Source: an optimization exercise on an open RTL-to-GDS flow (aim: small area, a short achievable clock period and few clock cycles per item). Production flows keep margins and buffers that such runs may drop.
No functional check of the RTL was part of any run shown here.

$ cat flow/design.v
module lns8_prod (
    input  wire [3:0]  klo,
    input  wire [3:0]  khi,
    output reg  [22:1] p,
    output reg         c
);
    always @(*) begin
        case ({klo, khi})
            8'd0: begin p = 22'd0; c = 1'b0; end
            8'd1: begin p = 22'd1116; c = 1'b0; end
            8'd2: begin p = 22'd1217; c = 1'b0; end
            8'd3: begin p = 22'd41; c = 1'b0; end
            8'd4: begin p = 22'd90; c = 1'b0; end
            8'd5: begin p = 22'd789; c = 1'b0; end
            8'd6: begin p = 22'd430; c = 1'b0; end
            8'd7: begin p = 22'd469; c = 1'b0; end
            8'd11: begin p = 22'd1; c = 1'b0; end
            8'd13: begin p = 22'd2; c = 1'b0; end
            8'd15: begin p = 22'd3; c = 1'b0; end
            8'd17: begin p = 22'd2493144; c = 1'b0; end
            8'd18: begin p = 22'd2718677; c = 1'b0; end
            8'd19: begin p = 22'd92669; c = 1'b0; end
            8'd20: begin p = 22'd202086; c = 1'b0; end
            8'd21: begin p = 22'd1762953; c = 1'b0; end
            8'd22: begin p = 22'd961306; c = 1'b0; end
            8'd23: begin p = 22'd1048393; c = 1'b0; end
            8'd27: begin p = 22'd3349; c = 1'b0; end
            8'd29: begin p = 22'd5582; c = 1'b0; end
            8'd31: begin p = 22'd7815; c = 1'b0; end
            8'd34: begin p = 22'd2964612; c = 1'b0; end
            8'd35: begin p = 22'd101052; c = 1'b0; end
            8'd36: begin p = 22'd220367; c = 1'b0; end
            8'd37: begin p = 22'd1922432; c = 1'b0; end
            8'd38: begin p = 22'd1048267; c = 1'b0; end
            8'd39: begin p = 22'd1143232; c = 1'b1; end
            8'd43: begin p = 22'd3652; c = 1'b0; end
            8'd45: begin p = 22'd6087; c = 1'b0; end
            8'd47: begin p = 22'd8522; c = 1'b1; end
            8'd51: begin p = 22'd3444; c = 1'b0; end
            8'd52: begin p = 22'd7511; c = 1'b0; end
            8'd53: begin p = 22'd65528; c = 1'b0; end
            8'd54: begin p = 22'd35731; c = 1'b1; end
            8'd55: begin p = 22'd38968; c = 1'b1; end
            8'd59: begin p = 22'd124; c = 1'b0; end
            8'd61: begin p = 22'd207; c = 1'b0; end
            8'd63: begin p = 22'd290; c = 1'b1; end
            8'd68: begin p = 22'd16380; c = 1'b0; end
            8'd69: begin p = 22'd142899; c = 1'b1; end
            8'd70: begin p = 22'd77920; c = 1'b1; end
            8'd71: begin p = 22'd84979; c = 1'b1; end
            8'd75: begin p = 22'd271; c = 1'b1; end
            8'd77: begin p = 22'd452; c = 1'b0; end
            8'd79: begin p = 22'd633; c = 1'b1; end
            8'd85: begin p = 22'd1246620; c = 1'b1; end
            8'd86: begin p = 22'd679759; c = 1'b1; end
            8'd87: begin p = 22'd741340; c = 1'b1; end
            8'd91: begin p = 22'd2368; c = 1'b1; end
            8'd93: begin p = 22'd3947; c = 1'b0; end
            8'd95: begin p = 22'd5526; c = 1'b1; end
            8'd102: begin p = 22'd370660; c = 1'b1; end
            8'd103: begin p = 22'd404239; c = 1'b1; end
            8'd107: begin p = 22'd1291; c = 1'b1; end
            8'd109: begin p = 22'd2152; c = 1'b1; end
            8'd111: begin p = 22'd3013; c = 1'b1; end
            8'd119: begin p = 22'd440860; c = 1'b1; end
            8'd123: begin p = 22'd1408; c = 1'b1; end
            8'd125: begin p = 22'd2347; c = 1'b1; end
            8'd127: begin p = 22'd3286; c = 1'b1; end
            8'd187: begin p = 22'd4; c = 1'b1; end
            8'd189: begin p = 22'd7; c = 1'b0; end
            8'd191: begin p = 22'd10; c = 1'b1; end
            8'd221: begin p = 22'd12; c = 1'b0; end
            8'd223: begin p = 22'd17; c = 1'b1; end
            8'd255: begin p = 22'd24; c = 1'b1; end
            default: begin p = 22'bx; c = 1'bx; end
        endcase
    end
endmodule
module lns8_mac8 (
    input  wire         clk,
    input  wire         rst,         
    input  wire         in_valid,
    output wire         in_ready,
    input  wire         in_clear,    
    input  wire         in_last,     
    input  wire [15:0]  in_wb,       
    input  wire [7:0]   in_xs,       
    input  wire [63:0]  in_xr,       
    input  wire [63:0]  in_a,        
    input  wire [63:0]  in_w,        
    output reg          out_valid,
    output reg  [63:0]  out_v,
    output reg  [15:0]  out_w,
    output reg  [1:0]   out_tag,     
    output reg          out_sat
);
    localparam N  = 8;
    localparam AW = 91;    
    localparam CW = 67;    
    assign in_ready = 1'b1;
    reg         v0, clr0, last0;
    reg         fresh;               
    reg  [63:0] a0, w0, xr0;
    reg  [7:0]  xs0;
    reg  [15:0] w_front;             
    always @(posedge clk) begin
        a0    <= in_a;
        w0    <= in_w;
        xr0   <= in_xr;
        xs0   <= in_xs;
        clr0  <= in_clear | fresh;
        last0 <= in_last;
        if (rst) begin
            v0      <= 1'b0;
            fresh   <= 1'b1;
            w_front <= 16'd0;
        end else begin
            v0 <= in_valid;
            if (in_valid) begin
                fresh <= 1'b0;
                if (in_clear)
                    w_front <= in_wb;
            end
        end
    end
    wire [16:0] d_full = {{9{xs0[7]}}, xs0} - {w_front[15], w_front};
    wire        d_in   = (d_full[16:8] == 9'h000) || (d_full[16:8] == 9'h1FF);
    wire        d_pos  = ~d_full[16];
    function [14:0] opdec;
        input [6:0] m;
        if (m[6:3] == 4'd0) begin
            case (m[2:0])
                3'd3:    opdec = {4'd11, 5'd9,  6'd11};
                3'd5:    opdec = {4'd13, 5'd9,  6'd12};
                3'd6:    opdec = {4'd11, 5'd10, 6'd12};
                3'd7:    opdec = {4'd15, 5'd9,  6'd12};
                3'd2:    opdec = {4'd0,  5'd10, 6'd11};
                3'd4:    opdec = {4'd0,  5'd11, 6'd12};
                default: opdec = {4'd0,  5'd9,  6'd10};
            endcase
        end else begin
            opdec[5:0] = {2'd0, m[6:3]} + 6'd12;
            case (m[2:0])
                3'd0:    opdec[14:6] = {4'd0, {1'b0, m[6:3]} + 5'd11};
                3'd1:    opdec[14:6] = {4'd1, {1'b0, m[6:3]}};
                3'd2:    opdec[14:6] = {4'd2, {1'b0, m[6:3]}};
                3'd3:    opdec[14:6] = {4'd3, {1'b0, m[6:3]} + 5'd5};
                3'd4:    opdec[14:6] = {4'd4, {1'b0, m[6:3]} + 5'd4};
                3'd5:    opdec[14:6] = {4'd5, {1'b0, m[6:3]} + 5'd1};
                3'd6:    opdec[14:6] = {4'd6, {1'b0, m[6:3]} + 5'd2};
                default: opdec[14:6] = {4'd7, {1'b0, m[6:3]} + 5'd2};
            endcase
        end
    endfunction
    wire [3:0]   s1_klo [0:N-1];
    wire [3:0]   s1_khi [0:N-1];
    wire [6:0]   s1_t   [0:N-1];
    wire [N-1:0] s1_fu, s1_neg, s1_ca, s1_cb, s1_stk;
    wire [N-1:0] l_nan, l_pinf, l_ninf;
    genvar k;
    generate
        for (k = 0; k < N; k = k + 1) begin : dec
            wire [7:0] ca = a0[8*k +: 8];
            wire [7:0] cw = w0[8*k +: 8];
            wire [6:0] ma = ca[6:0];
            wire [6:0] mw = cw[6:0];
            wire a_zero  = (ma == 7'd0);
            wire w_zero  = (mw == 7'd0);
            wire a_inf   = (ma == 7'd127);
            wire w_inf   = (mw == 7'd127);
            wire neg_s   = ca[7] ^ cw[7];
            wire fin     = v0 & ~(a_zero | w_zero | a_inf | w_inf);
            wire any_inf = a_inf | w_inf;
            assign l_nan[k]  = v0 & ((a_zero & ca[7]) | (w_zero & cw[7]) |
                                     (any_inf & (a_zero | w_zero)));
            assign l_pinf[k] = v0 & any_inf & ~a_zero & ~w_zero & ~neg_s;
            assign l_ninf[k] = v0 & any_inf & ~a_zero & ~w_zero &  neg_s;
            wire [3:0] ka, kw;
            wire [4:0] ga, gw;
            wire [5:0] ha, hw;
            assign {ka, ga, ha} = opdec(ma);
            assign {kw, gw, hw} = opdec(mw);
            wire swap = (ka > kw);
            assign s1_klo[k] = swap ? kw : ka;
            assign s1_khi[k] = swap ? ka : kw;
            wire [9:0] xr_s = {{2{xr0[8*k+7]}}, xr0[8*k +: 8]};
            wire [9:0] yt   = xr_s + {5'd0, ga} + {5'd0, gw} - 10'd17;
            wire [9:0] yl   = xr_s + {4'd0, ha} + {4'd0, hw} - 10'd105;
            wire [9:0] t    = yt + d_full[9:0];
            wire [9:0] tl   = yl + d_full[9:0];
            wire under = d_in ? t[9] : ~d_pos;
            assign s1_t[k]   = t[6:0];
            assign s1_fu[k]  = fin & ~under;
            assign s1_neg[k] = fin & neg_s;
            assign s1_ca[k]  = fin & (d_in ? ~tl[9] : d_pos);
            assign s1_cb[k]  = fin & d_in & (tl == 10'h3FF);
            assign s1_stk[k] = (t[6:0] < 7'd22);
        end
    endgenerate
    reg  [3:0]   r1_klo [0:N-1];
    reg  [3:0]   r1_khi [0:N-1];
    reg  [6:0]   r1_t   [0:N-1];
    reg  [N-1:0] r1_fu, r1_neg, r1_ca, r1_cb, r1_stk;
    reg          v1, clr1, last1;
    reg  [15:0]  w1;
    reg          nan1, pinf1, ninf1;
    integer i;
    always @(posedge clk) begin
        for (i = 0; i < N; i = i + 1) begin
            r1_klo[i] <= s1_klo[i];
            r1_khi[i] <= s1_khi[i];
            r1_t[i]   <= s1_t[i];
        end
        r1_fu  <= s1_fu;
        r1_neg <= s1_neg;
        r1_ca  <= s1_ca;
        r1_cb  <= s1_cb;
        r1_stk <= s1_stk;
        v1     <= v0 & ~rst;
        clr1   <= v0 & clr0;
        last1  <= last0;
        w1     <= w_front;
        nan1   <= |l_nan;
        pinf1  <= |l_pinf;
        ninf1  <= |l_ninf;
    end
    wire [63:0]  u [0:N-1];
    wire [N-1:0] cbit;
    wire [N-1:0] l_clamp;
    generate
        for (k = 0; k < N; k = k + 1) begin : lane
            wire [22:1] p_hi;
            wire        pc;
            lns8_prod u_prod (
                .klo(r1_klo[k]),
                .khi(r1_khi[k]),
                .p  (p_hi),
                .c  (pc)
            );
            wire [22:0] p = {p_hi, 1'b1};
            wire [6:0]  t = r1_t[k];
            wire clamp = r1_ca[k] | (r1_cb[k] & pc);
            wire en    = r1_fu[k] & ~clamp;
            wire neg   = r1_neg[k];
            wire [29:0] y = {7'd0, p} << t[2:0];
            reg  [85:0] x;
            always @(*) begin
                case (t[6:3])
                    4'd0:    x = {56'd0, y};
                    4'd1:    x = {48'd0, y, 8'd0};
                    4'd2:    x = {40'd0, y, 16'd0};
                    4'd3:    x = {32'd0, y, 24'd0};
                    4'd4:    x = {24'd0, y, 32'd0};
                    4'd5:    x = {16'd0, y, 40'd0};
                    4'd6:    x = {8'd0, y, 48'd0};
                    4'd7:    x = {y, 56'd0};
                    4'd8:    x = {y[21:0], 64'd0};
                    4'd9:    x = {y[13:0], 72'd0};
                    4'd10:   x = {y[5:0], 80'd0};
                    default: x = 86'd0;
                endcase
            end
            wire [62:0] mag = ({63{en}} & x[85:23]) | {63{clamp}};
            wire        rb  = en & x[22] & (r1_stk[k] | x[23]);
            assign l_clamp[k] = clamp;
            assign u[k]    = {~neg, mag ^ {63{neg}}};
            assign cbit[k] = neg ^ rb;
        end
    endgenerate
    function [CW-1:0] fa_s;
        input [CW-1:0] x, y, z;
        fa_s = x ^ y ^ z;
    endfunction
    function [CW-1:0] fa_c;
        input [CW-1:0] x, y, z;
        input          cin;
        fa_c = {((x & y) | (x & z) | (y & z)), cin};
    endfunction
    wire [CW-1:0] e0 = u[0], e1 = u[1], e2 = u[2], e3 = u[3];
    wire [CW-1:0] e4 = u[4], e5 = u[5], e6 = u[6], e7 = u[7];
    wire [CW-1:0] sa_ = fa_s(e0, e1, e2),    ca_ = fa_c(e0, e1, e2, cbit[0]);
    wire [CW-1:0] sb_ = fa_s(e3, e4, e5),    cb_ = fa_c(e3, e4, e5, cbit[1]);
    wire [CW-1:0] sc_ = fa_s(sa_, ca_, sb_), cc_ = fa_c(sa_, ca_, sb_, cbit[2]);
    wire [CW-1:0] sd_ = fa_s(cb_, e6, e7),   cd_ = fa_c(cb_, e6, e7, cbit[3]);
    wire [CW-1:0] se_ = fa_s(sc_, cc_, sd_), ce_ = fa_c(sc_, cc_, sd_, cbit[4]);
    wire [CW-1:0] sf_ = fa_s(se_, ce_, cd_), cf_ = fa_c(se_, ce_, cd_, cbit[5]);
    reg          v2, clr2, last2;
    reg [CW-1:0] s2, c2;
    reg [1:0]    cb2;
    reg [15:0]   w2;
    reg          nan2, pinf2, ninf2, clamp2;
    always @(posedge clk) begin
        s2     <= sf_;
        c2     <= cf_;
        cb2    <= cbit[7:6];
        w2     <= w1;
        clr2   <= clr1;
        last2  <= last1;
        nan2   <= nan1;
        pinf2  <= pinf1;
        ninf2  <= ninf1;
        clamp2 <= |l_clamp;
        v2     <= v1 & ~rst;
    end
    reg signed [AW-1:0] acc;
    reg                 sat3, nan3, pinf3, ninf3;
    wire [AW-1:0] acc_in   = clr2 ? {AW{1'b0}} : acc;
    wire [AW-1:0] acc_next = acc_in + {{(AW-CW){1'b0}}, s2} + {{(AW-CW){1'b0}}, c2}
                           + {{(AW-1){1'b0}}, cb2[0]} + {{(AW-1){1'b0}}, cb2[1]}
                           - {{(AW-67){1'b0}}, 1'b1, 66'd0};
    wire sat_next  = (clr2 ? 1'b0 : sat3)  | clamp2;
    wire nan_next  = (clr2 ? 1'b0 : nan3)  | nan2;
    wire pinf_next = (clr2 ? 1'b0 : pinf3) | pinf2;
    wire ninf_next = (clr2 ? 1'b0 : ninf3) | ninf2;
    wire in_range = (acc_next[AW-1:63] == {(AW-63){1'b0}}) || (acc_next[AW-1:63] == {(AW-63){1'b1}});
    wire special  = nan_next | pinf_next | ninf_next;
    always @(posedge clk) begin
        acc   <= acc_next;
        sat3  <= sat_next;
        nan3  <= nan_next;
        pinf3 <= pinf_next;
        ninf3 <= ninf_next;
        out_valid <= v2 & last2 & ~rst;
        out_tag   <= (nan_next || (pinf_next && ninf_next)) ? 2'b11 :
                     pinf_next ? 2'b01 :
                     ninf_next ? 2'b10 : 2'b00;
        out_v     <= special   ? 64'd0 :
                     in_range  ? acc_next[63:0] :
                     acc_next[AW-1] ? 64'h8000_0000_0000_0000 : 64'h7FFF_FFFF_FFFF_FFFF;
        out_w     <= special ? 16'd0 : w2;
        out_sat   <= sat_next | ~in_range;
    end
endmodule
$ cat flow/constraint.sdc
create_clock -name core_clock -period 28.0 [get_ports {clk}]
set_input_delay 5.6000 -clock core_clock [delete_from_list [all_inputs] [get_ports {clk}]]
set_output_delay 5.6000 -clock core_clock [all_outputs]
set_load 0.01 [all_outputs]
$ cat flow/config.mk
export PLATFORM = sky130hd
export DESIGN_NAME = lns8_mac8
export DESIGN_NICKNAME = lns8_mac8
export VERILOG_FILES = /design/flow/design.v
export SDC_FILE = /design/flow/constraint.sdc
export NUM_CORES = 4
export LEC_CHECK = 0
export CAP_MARGIN = 20
export CELL_PAD_IN_SITES_DETAIL_PLACEMENT = 1
export CELL_PAD_IN_SITES_GLOBAL_PLACEMENT = 1
export CORE_MARGIN = 2
export CORE_UTILIZATION = 25
export GPL_ROUTABILITY_DRIVEN = 1
export PLACE_DENSITY = 0.35
export SLEW_MARGIN = 20
export SYNTH_MEMORY_MAX_BITS = 65536
$ cat flow/run.sh
#!/bin/bash
# synth_recipe.tcl (not shown) runs the flow's synth.tcl, then flattens the netlist and writes it again
# the make line also repeats each setting of config.mk as NAME=value (left out here)
make -C /OpenROAD-flow-scripts/flow DESIGN_CONFIG=/design/flow/config.mk WORK_HOME=/design/flow/orfs CLKGATE_MAP_FILE= SYNTH_SCRIPT=/design/flow/synth_recipe.tcl finish
==> results.sh, run 1 <==
export IMPL_status="finished clean"
export IMPL_synth_area_um2=98070
export IMPL_ant_nets=0
export IMPL_drtIter0Drc=7384
export IMPL_cts_buffer_depth=4
export IMPL_rsz0062_at_grt="false"
export IMPL_dpl_hpwl_um=404800
export IMPL_fill_cells=46070
export IMPL_crit_chain="clkdlybuf4s50_1"
export IMPL_hp_class="reg2reg"
export IMPL_grt_pass1_wl_um=726400
export IMPL_synth_top_area_frac=0.1751
export IMPL_synthTopCellsByArea="dfxtp_1, fa_1, ha_1, o21ai_0, xnor2_1"
export IMPL_synth_cell_type_count=109
export IMPL_io_buffer_count=304
export IMPL_critical_path_top_delay_family="buffers and inverters"
export IMPL_fmax_ghz=0.1305
export IMPL_maxSlewHeadroom=0.1502
export IMPL_finalSetupViolations=0
export IMPL_overflow=0
export IMPL_hold_viol=0
export IMPL_dieHeight_um=630.3
export IMPL_crit_required_ps=22400
export IMPL_dominantRegCellSynth="dfxtp_1"
export IMPL_place_congestion=0.9661
export IMPL_ctsResizeCount=0
export IMPL_htreeDepth=3
export IMPL_fin_crit_ps=7665
export IMPL_crit_path_end_kind="primary output"
export IMPL_syn_nets=14080
export IMPL_postCtsSetupBuffers=0
export IMPL_rows=230
export IMPL_drt_wirelength_per_cell_um=28.80
export IMPL_first_pass_iters=6
export IMPL_cp_start_kind="flip-flop"
export IMPL_wirelength_um=505600
export IMPL_area_growth_synth_to_final_pct=12.94
export IMPL_drive_gt1_frac=0.06388
export IMPL_grtUsageTotal=0.2466
export IMPL_antenna_found_initial=39
export IMPL_clk_latency_ps=930
export IMPL_syn_inst=12450
export IMPL_drc=0
export IMPL_numCtsBuffers=122
export IMPL_cp_max_fo=1
export IMPL_seq_area_frac_synth=0.1751
export IMPL_ios=306
export IMPL_grt_pass1_vias=97620
export IMPL_synth_most_common_cell="nor2_1"
export IMPL_synth_seq_cells=858
export IMPL_clk_pin_slew_ps=70
export IMPL_cp_slowest_cell="clkdlybuf4s50_1"
export IMPL_die_w_um=630.3
export IMPL_dr_total_vias=94960
export IMPL_synth_area_per_cell_um2=7.880
export IMPL_nNetsFinal=13860
export IMPL_cts_tree="done"
export IMPL_arrival_ps=2070
export IMPL_floorplan_die_area_um2=397300
export IMPL_finalClockSkew_ps=70.32
export IMPL_period_share=0.2738
export IMPL_initial_core_util=0.2506
export IMPL_synth_largest_area_cell="dfxtp_1"
export IMPL_worst_path_buf_inv=1
export IMPL_worst_pin_slew_ps=1239
export IMPL_synth_edf_count=0
export IMPL_fin_tns_setup_ps=0
export IMPL_cts_root_buf="clkbuf_16"
export IMPL_grt_max_degree=69
export IMPL_slew_violations=0
export IMPL_max_cap_violations=0
export IMPL_cts_sinks=858
export IMPL_synth_common_cells="nor2_1, o21ai_0, nand2_1, inv_1, a21oi_1"
export IMPL_async_flop_share=0
export IMPL_hold_buffers=0
export IMPL_cp_slowest_stage_delay_ps=630
export IMPL_dpl_cell_count=17320
export IMPL_viasPerCell=5.410
export IMPL_coreArea_um2=391400
export IMPL_yosys_warnings=8
export IMPL_path_class="reg2out"
export IMPL_instances_no_fill=17550
[registers in the layout, indices dropped and copies added (netlist names), 16 cells and up]
| register | count |
|---|---|
| w1 | 16 |
| acc | 91 |
| c2 | 66 |
| r1_t | 56 |
| a0 | 64 |
| xr0 | 64 |
| s2 | 66 |
| out_w | 16 |
| out_v | 64 |
| w0 | 64 |
| w2 | 16 |
| w_front | 16 |
| lane.p | 176 |
[per-stage QoR]
stage	hold slack [ps]	area [um2]	setup slack, ps	util
floorplan	309.6	98070	21570	-
global placement	312.3	106200	21020	0.2715
detailed placement	315.0	106300	20960	0.2716
CTS	327.9	110700	20210	0.2828
global route	328.8	110700	20230	0.2829
finish	324.4	110800	20330	0.2830
[cell families after synthesis]
family	Yosys count	synth area share
and+or+nand+nor	3193	0.1463
other	1	0.00003824
muxes	464	0.06215
xor gates and xnor gates	811	0.07243
DFF	858	0.1751
adders and majority gates	1417	0.2278
buffers and inverters	1777	0.07026
AOI/OAI and AO/OA	3925	0.2459
[path summary, 6_finish.rpt]
check | start | end | slack (ps) | cells past startpoint
worst max-delay path | out_v[62] | out_v[62] | 20330 | 1
worst min-delay path | w1[15] | w2[15] | 320 | 0
worst max register to register | clr2 | out_v[2] | 20940 | 18
worst min register to register | w1[15] | w2[15] | 320 | 0
[layout make-up]
type / count / area (um2) / area share
diodes: 13 / 32.53 / 0.0002937
repair buffers: 515 / 4633 / 0.04183
clock buffers: 153 / 3433 / 0.03100
flip-flops and latches: 858 / 17220 / 0.1554
multi-input cells: 9811 / 74530 / 0.6729
well taps: 5220 / 6531 / 0.05897
inverters: 914 / 3431 / 0.03097
clock inverters: 69 / 954.7 / 0.008619
[per-layer routing]
| metal | vias to the layer above | share of wire | track usage |
|---|---|---|---|
| met1 | 48210 | 0.47 | 0.3481 |
| li1 | 43780 | - | - |
| met5 | - | 0.000067 | 0 |
| met2 | 2506 | 0.45 | 0.3940 |
| met4 | 6 | 0.037 | 0.07993 |
| met3 | 460 | 0.042 | 0.02209 |
[cells in the final DEF, fill, tap and decap left out, types with 106 or more instances in the layout]
cell / instances
nor2b_1: 176
clkbuf_16: 125
xnor2_1: 519
nor3_1: 189
o21ai_1: 109
mux2i_1: 249
a221oi_1: 156
clkdlybuf4s50_1: 304
ha_1: 798
nand2_1: 965
xor2_1: 283
dfxtp_1: 842
o22ai_1: 727
mux4_2: 108
a211oi_1: 120
a21o_1: 106
inv_1: 898
buf_4: 207
nand4_1: 120
fa_1: 615
a21oi_1: 854
o21ai_0: 1053
nand3_1: 192
nor2_1: 1178
==> run 2: changes to the inputs <==
--- a/flow/design.v
+++ b/flow/design.v
@@ -128,3 +128,3 @@
     wire        d_pos  = ~d_full[16];
-    function [14:0] opdec;
+    function [11:0] opdec;
         input [6:0] m;
@@ -132,21 +132,20 @@
             case (m[2:0])
-                3'd3:    opdec = {4'd11, 5'd9,  6'd11};
-                3'd5:    opdec = {4'd13, 5'd9,  6'd12};
-                3'd6:    opdec = {4'd11, 5'd10, 6'd12};
-                3'd7:    opdec = {4'd15, 5'd9,  6'd12};
-                3'd2:    opdec = {4'd0,  5'd10, 6'd11};
-                3'd4:    opdec = {4'd0,  5'd11, 6'd12};
-                default: opdec = {4'd0,  5'd9,  6'd10};
+                3'd3:    opdec = {4'd11, 4'd0,  4'd2};
+                3'd5:    opdec = {4'd13, 4'd0,  4'd3};
+                3'd6:    opdec = {4'd11, 4'd1,  4'd2};
+                3'd7:    opdec = {4'd15, 4'd0,  4'd3};
+                3'd2:    opdec = {4'd0,  4'd1,  4'd1};
+                3'd4:    opdec = {4'd0,  4'd2,  4'd1};
+                default: opdec = {4'd0,  4'd0,  4'd1};
             endcase
         end else begin
-            opdec[5:0] = {2'd0, m[6:3]} + 6'd12;
             case (m[2:0])
-                3'd0:    opdec[14:6] = {4'd0, {1'b0, m[6:3]} + 5'd11};
-                3'd1:    opdec[14:6] = {4'd1, {1'b0, m[6:3]}};
-                3'd2:    opdec[14:6] = {4'd2, {1'b0, m[6:3]}};
-                3'd3:    opdec[14:6] = {4'd3, {1'b0, m[6:3]} + 5'd5};
-                3'd4:    opdec[14:6] = {4'd4, {1'b0, m[6:3]} + 5'd4};
-                3'd5:    opdec[14:6] = {4'd5, {1'b0, m[6:3]} + 5'd1};
-                3'd6:    opdec[14:6] = {4'd6, {1'b0, m[6:3]} + 5'd2};
-                default: opdec[14:6] = {4'd7, {1'b0, m[6:3]} + 5'd2};
+                3'd0:    opdec = {4'd0, 4'd11, 4'd1};
+                3'd1:    opdec = {4'd1, 4'd0,  4'd12};
+                3'd2:    opdec = {4'd2, 4'd0,  4'd12};
+                3'd3:    opdec = {4'd3, 4'd5,  4'd7};
+                3'd4:    opdec = {4'd4, 4'd4,  4'd8};
+                3'd5:    opdec = {4'd5, 4'd1,  4'd11};
+                3'd6:    opdec = {4'd6, 4'd2,  4'd10};
+                default: opdec = {4'd7, 4'd2,  4'd10};
             endcase
@@ -177,7 +176,7 @@
             assign l_ninf[k] = v0 & any_inf & ~a_zero & ~w_zero &  neg_s;
-            wire [3:0] ka, kw;
-            wire [4:0] ga, gw;
-            wire [5:0] ha, hw;
-            assign {ka, ga, ha} = opdec(ma);
-            assign {kw, gw, hw} = opdec(mw);
+            wire [3:0] ka, kw, za, zw, la, lw;
+            assign {ka, za, la} = opdec(ma);
+            assign {kw, zw, lw} = opdec(mw);
+            wire [3:0] ba = (ma[6:3] == 4'd0) ? 4'd9 : ma[6:3];
+            wire [3:0] bw = (mw[6:3] == 4'd0) ? 4'd9 : mw[6:3];
             wire swap = (ka > kw);
@@ -186,6 +185,8 @@
             wire [9:0] xr_s = {{2{xr0[8*k+7]}}, xr0[8*k +: 8]};
-            wire [9:0] yt   = xr_s + {5'd0, ga} + {5'd0, gw} - 10'd17;
-            wire [9:0] yl   = xr_s + {4'd0, ha} + {4'd0, hw} - 10'd105;
-            wire [9:0] t    = yt + d_full[9:0];
-            wire [9:0] tl   = yl + d_full[9:0];
+            wire [9:0] t    = xr_s + d_full[9:0] + {6'd0, ba} + {6'd0, bw} +
+                              {6'd0, za} + {6'd0, zw} - 10'd17;
+            wire [3:0] ya = (ma[6:3] == 4'd0) ? za + la : 4'd12;
+            wire [3:0] yw = (mw[6:3] == 4'd0) ? zw + lw : 4'd12;
+            wire [9:0] tl   = xr_s + d_full[9:0] + {6'd0, ba} + {6'd0, bw} +
+                              {6'd0, ya} + {6'd0, yw} - 10'd105;
             wire under = d_in ? t[9] : ~d_pos;
--- a/flow/config.mk
+++ b/flow/config.mk
@@ -11,5 +11,5 @@
 export CORE_MARGIN = 2
-export CORE_UTILIZATION = 25
+export CORE_UTILIZATION = 35
 export GPL_ROUTABILITY_DRIVEN = 1
-export PLACE_DENSITY = 0.35
+export PLACE_DENSITY = 0.45
 export SLEW_MARGIN = 20
==> results.sh, run 2 <==
export IMPL_area_growth_synth_to_final_pct=10.52
export IMPL_drc=0
export IMPL_fill_cells=32160
export IMPL_cts_buffer_depth=4
export IMPL_yosys_warnings=8
export IMPL_clk_latency_ps=890
export IMPL_io_buffer_count=304
export IMPL_grtUsageTotal=0.3032
export IMPL_nNetsFinal=13300
export IMPL_fmax_ghz=0.1365
export IMPL_placed_area_um2=101500
export IMPL_cp_start_kind="flip-flop"
export IMPL_coreArea_um2=270800
export IMPL_cts_root_buf="clkbuf_16"
export IMPL_hp_class="reg2reg"
export IMPL_postLayoutCellArea_um2=105200
export IMPL_hold_viol=0
export IMPL_synth_seq_cells=858
export IMPL_cts_sinks=858
export IMPL_async_flop_share=0
export IMPL_grt_max_degree=67
export IMPL_dieHeight_um=525.5
export IMPL_dpl_hpwl_um=347000
export IMPL_synth_edf_count=0
export IMPL_hp_start="w1[1]"
export IMPL_synth_common_cells="nor2_1, o21ai_0, inv_1, nand2_1, dfxtp_1"
export IMPL_cts_tree="done"
export IMPL_initial_core_util=0.3515
export IMPL_slew_violations=0
export IMPL_critical_path_top_delay_family="buffers and inverters"
export IMPL_drive_gt1_frac=0.06359
export IMPL_antenna_found_initial=30
export IMPL_fin_tns_setup_ps=0
export IMPL_ff2ff_setup_slack_ps=20740
export IMPL_worst_path_buf_inv=1
export IMPL_crit_required_ps=22400
export IMPL_synth_largest_area_cell="dfxtp_1"
export IMPL_finalSetupViolations=0
export IMPL_syn_nets=13510
export IMPL_dr_total_vias=92020
export IMPL_largest_register_ffs=176
export IMPL_hold_buffers=0
export IMPL_ctsResizeCount=0
export IMPL_place_congestion=1.028
export IMPL_clk_pin_slew_ps=70
export IMPL_status="finished clean"
export IMPL_grt_pass1_vias=92100
export IMPL_synth_area_um2=95180
export IMPL_rsz0062_at_grt="false"
export IMPL_worst_pin_slew_ps=1259
export IMPL_path_class="reg2out"
export IMPL_synth_most_common_cell="nor2_1"
export IMPL_die_w_um=525.5
export IMPL_finalClockSkew_ps=62.02
export IMPL_maxSlewHeadroom=0.1520
export IMPL_worstReg2RegStart="clr2"
export IMPL_drt_wirelength_per_cell_um=28.09
export IMPL_crit_path_end_kind="primary output"
export IMPL_cp_max_fo=1
export IMPL_syn_inst=11970
export IMPL_synth_area_per_cell_um2=7.954
export IMPL_overflow=0
export IMPL_ios=306
export IMPL_grt_pass1_wl_um=637000
export IMPL_floorplan_die_area_um2=276100
export IMPL_htreeDepth=3
export IMPL_viasPerCell=5.969
export IMPL_critPathLaunch="out_w[14]"
export IMPL_ant_nets=0
export IMPL_final_cell_mix="nor2_1, o21ai_0, inv_1"
export IMPL_drtIter0Drc=7988
export IMPL_arrival_ps=1730
export IMPL_cp_slowest_cell="clkdlybuf4s50_1"
export IMPL_postCtsSetupBuffers=0
export IMPL_max_cap_violations=0
export IMPL_first_pass_iters=6
export IMPL_synthTopCellsByArea="dfxtp_1, fa_1, ha_1, o21ai_0, xnor2_1"
export IMPL_cp_slowest_stage_delay_ps=530
export IMPL_fin_crit_ps=7327
export IMPL_numCtsBuffers=109
export IMPL_synth_cell_type_count=104
export IMPL_seq_area_frac_synth=0.1805
export IMPL_period_share=0.2617
export IMPL_crit_chain="clkdlybuf4s50_1"
export IMPL_layout_commonest_cell="nor2_1"
export IMPL_rows=191
export IMPL_synth_top_area_frac=0.1805
export IMPL_dominantRegCellSynth="dfxtp_1"
export IMPL_wirelength_um=433100
-- run 2: changes by cell type after synthesis, sizes merged, moves of 33 or more --
| cell | before | now |
|---|---|---|
| nand3 | 192 | 155 |
| o21ai | 1189 | 1003 |
| nor2 | 1180 | 1137 |
| ha | 799 | 719 |
| nand2b | 101 | 134 |
| nor3 | 193 | 237 |
| nand2 | 970 | 892 |
| a21oi | 876 | 775 |
-- run 2: final cells by class --
| cell class | instances | area, um2 | area share |
|---|---|---|---|
| inverter | 917 | 3442 | 0.03272 |
| clock inverter | 66 | 770.7 | 0.007327 |
| sequential | 858 | 17210 | 0.1636 |
| antenna | 5 | 12.51 | 0.0001189 |
| tap | 3570 | 4467 | 0.04246 |
| timing repair buffer | 504 | 4544 | 0.04320 |
| clock buffer | 129 | 2883 | 0.02740 |
| multi-input combinational | 9367 | 71870 | 0.6832 |
-- run 2: layer usage --
layer | GRT usage | share of wire | wire, um | vias to the layer above
met5 | 0 | 0.000048 | 21 | -
met4 | 0.1227 | 0.047 | 20200 | 2
met3 | 0.03770 | 0.057 | 24880 | 478
met2 | 0.4599 | 0.43 | 186200 | 3042
met1 | 0.4329 | 0.47 | 201700 | 46450
li1 | - | - | - | 42050
-- run 2: stage by stage --
| step | std cells | hold WS (ps) | setup slack, ps | util |
|---|---|---|---|---|
| 2_1_floorplan | 11970 | 309.6 | 21570 | - |
| 3_3_place_gp | 15210 | 311.0 | 21000 | 0.3748 |
| 3_5_place_dp | 15220 | 313.5 | 20750 | 0.3749 |
| 4_1_cts | 15410 | 325.4 | 20620 | 0.3884 |
| 5_1_grt | 15410 | 324.7 | 20370 | 0.3885 |
| 6_report | 15420 | 323.6 | 20670 | 0.3885 |
-- run 2: path summary, 6_finish.rpt --
check | endpoint | cells after the start
max reg2reg | out_v[18] | 17
min reg2reg | w2[1] | 0
max | out_w[14] | 1
min | w2[1] | 0
-- run 2: cells by family after synthesis --
family | after synthesis | synth area share
AO/OA/AOI/OAI | 3626 | 0.2388
AND/OR/NAND/NOR | 3142 | 0.1504
buffers and inverters | 1742 | 0.07030
adder cells (fa/ha/maj) | 1318 | 0.2205
flip-flops | 858 | 0.1805
XOR/XNOR | 823 | 0.07587
multiplexers | 457 | 0.06360
other | 1 | 0.00003940

-- what the ideal ports hide --
The flow's constraints put no driver on any port. The routed layouts listed below were extracted and timed again, unchanged, in two steps.
Step 1 sets driving cells, clkbuf_16 on the clock port and buf_2 on the other inputs (assumed; they add their load-dependent delay and slew).
Step 2, shift: input delay + t, output delay - t, t = (earliest + latest rising clock arrival at the registers) / 2. This alone moves slack from input paths to output paths.
Three values: no drivers, after step 1, after step 2; two values: the first two.
run	shift t [ns]	setup slack, ns	hold slack, ns	worst setup path after step 2
run 1	1.019	20.335 / 20.217 / 20.939	0.324 / 0.324 / 0.324	register to register
run 2	0.947	20.673 / 20.587 / 20.739	0.324 / 0.324 / 0.324	register to register
After both steps setup and hold are still met in every run listed.
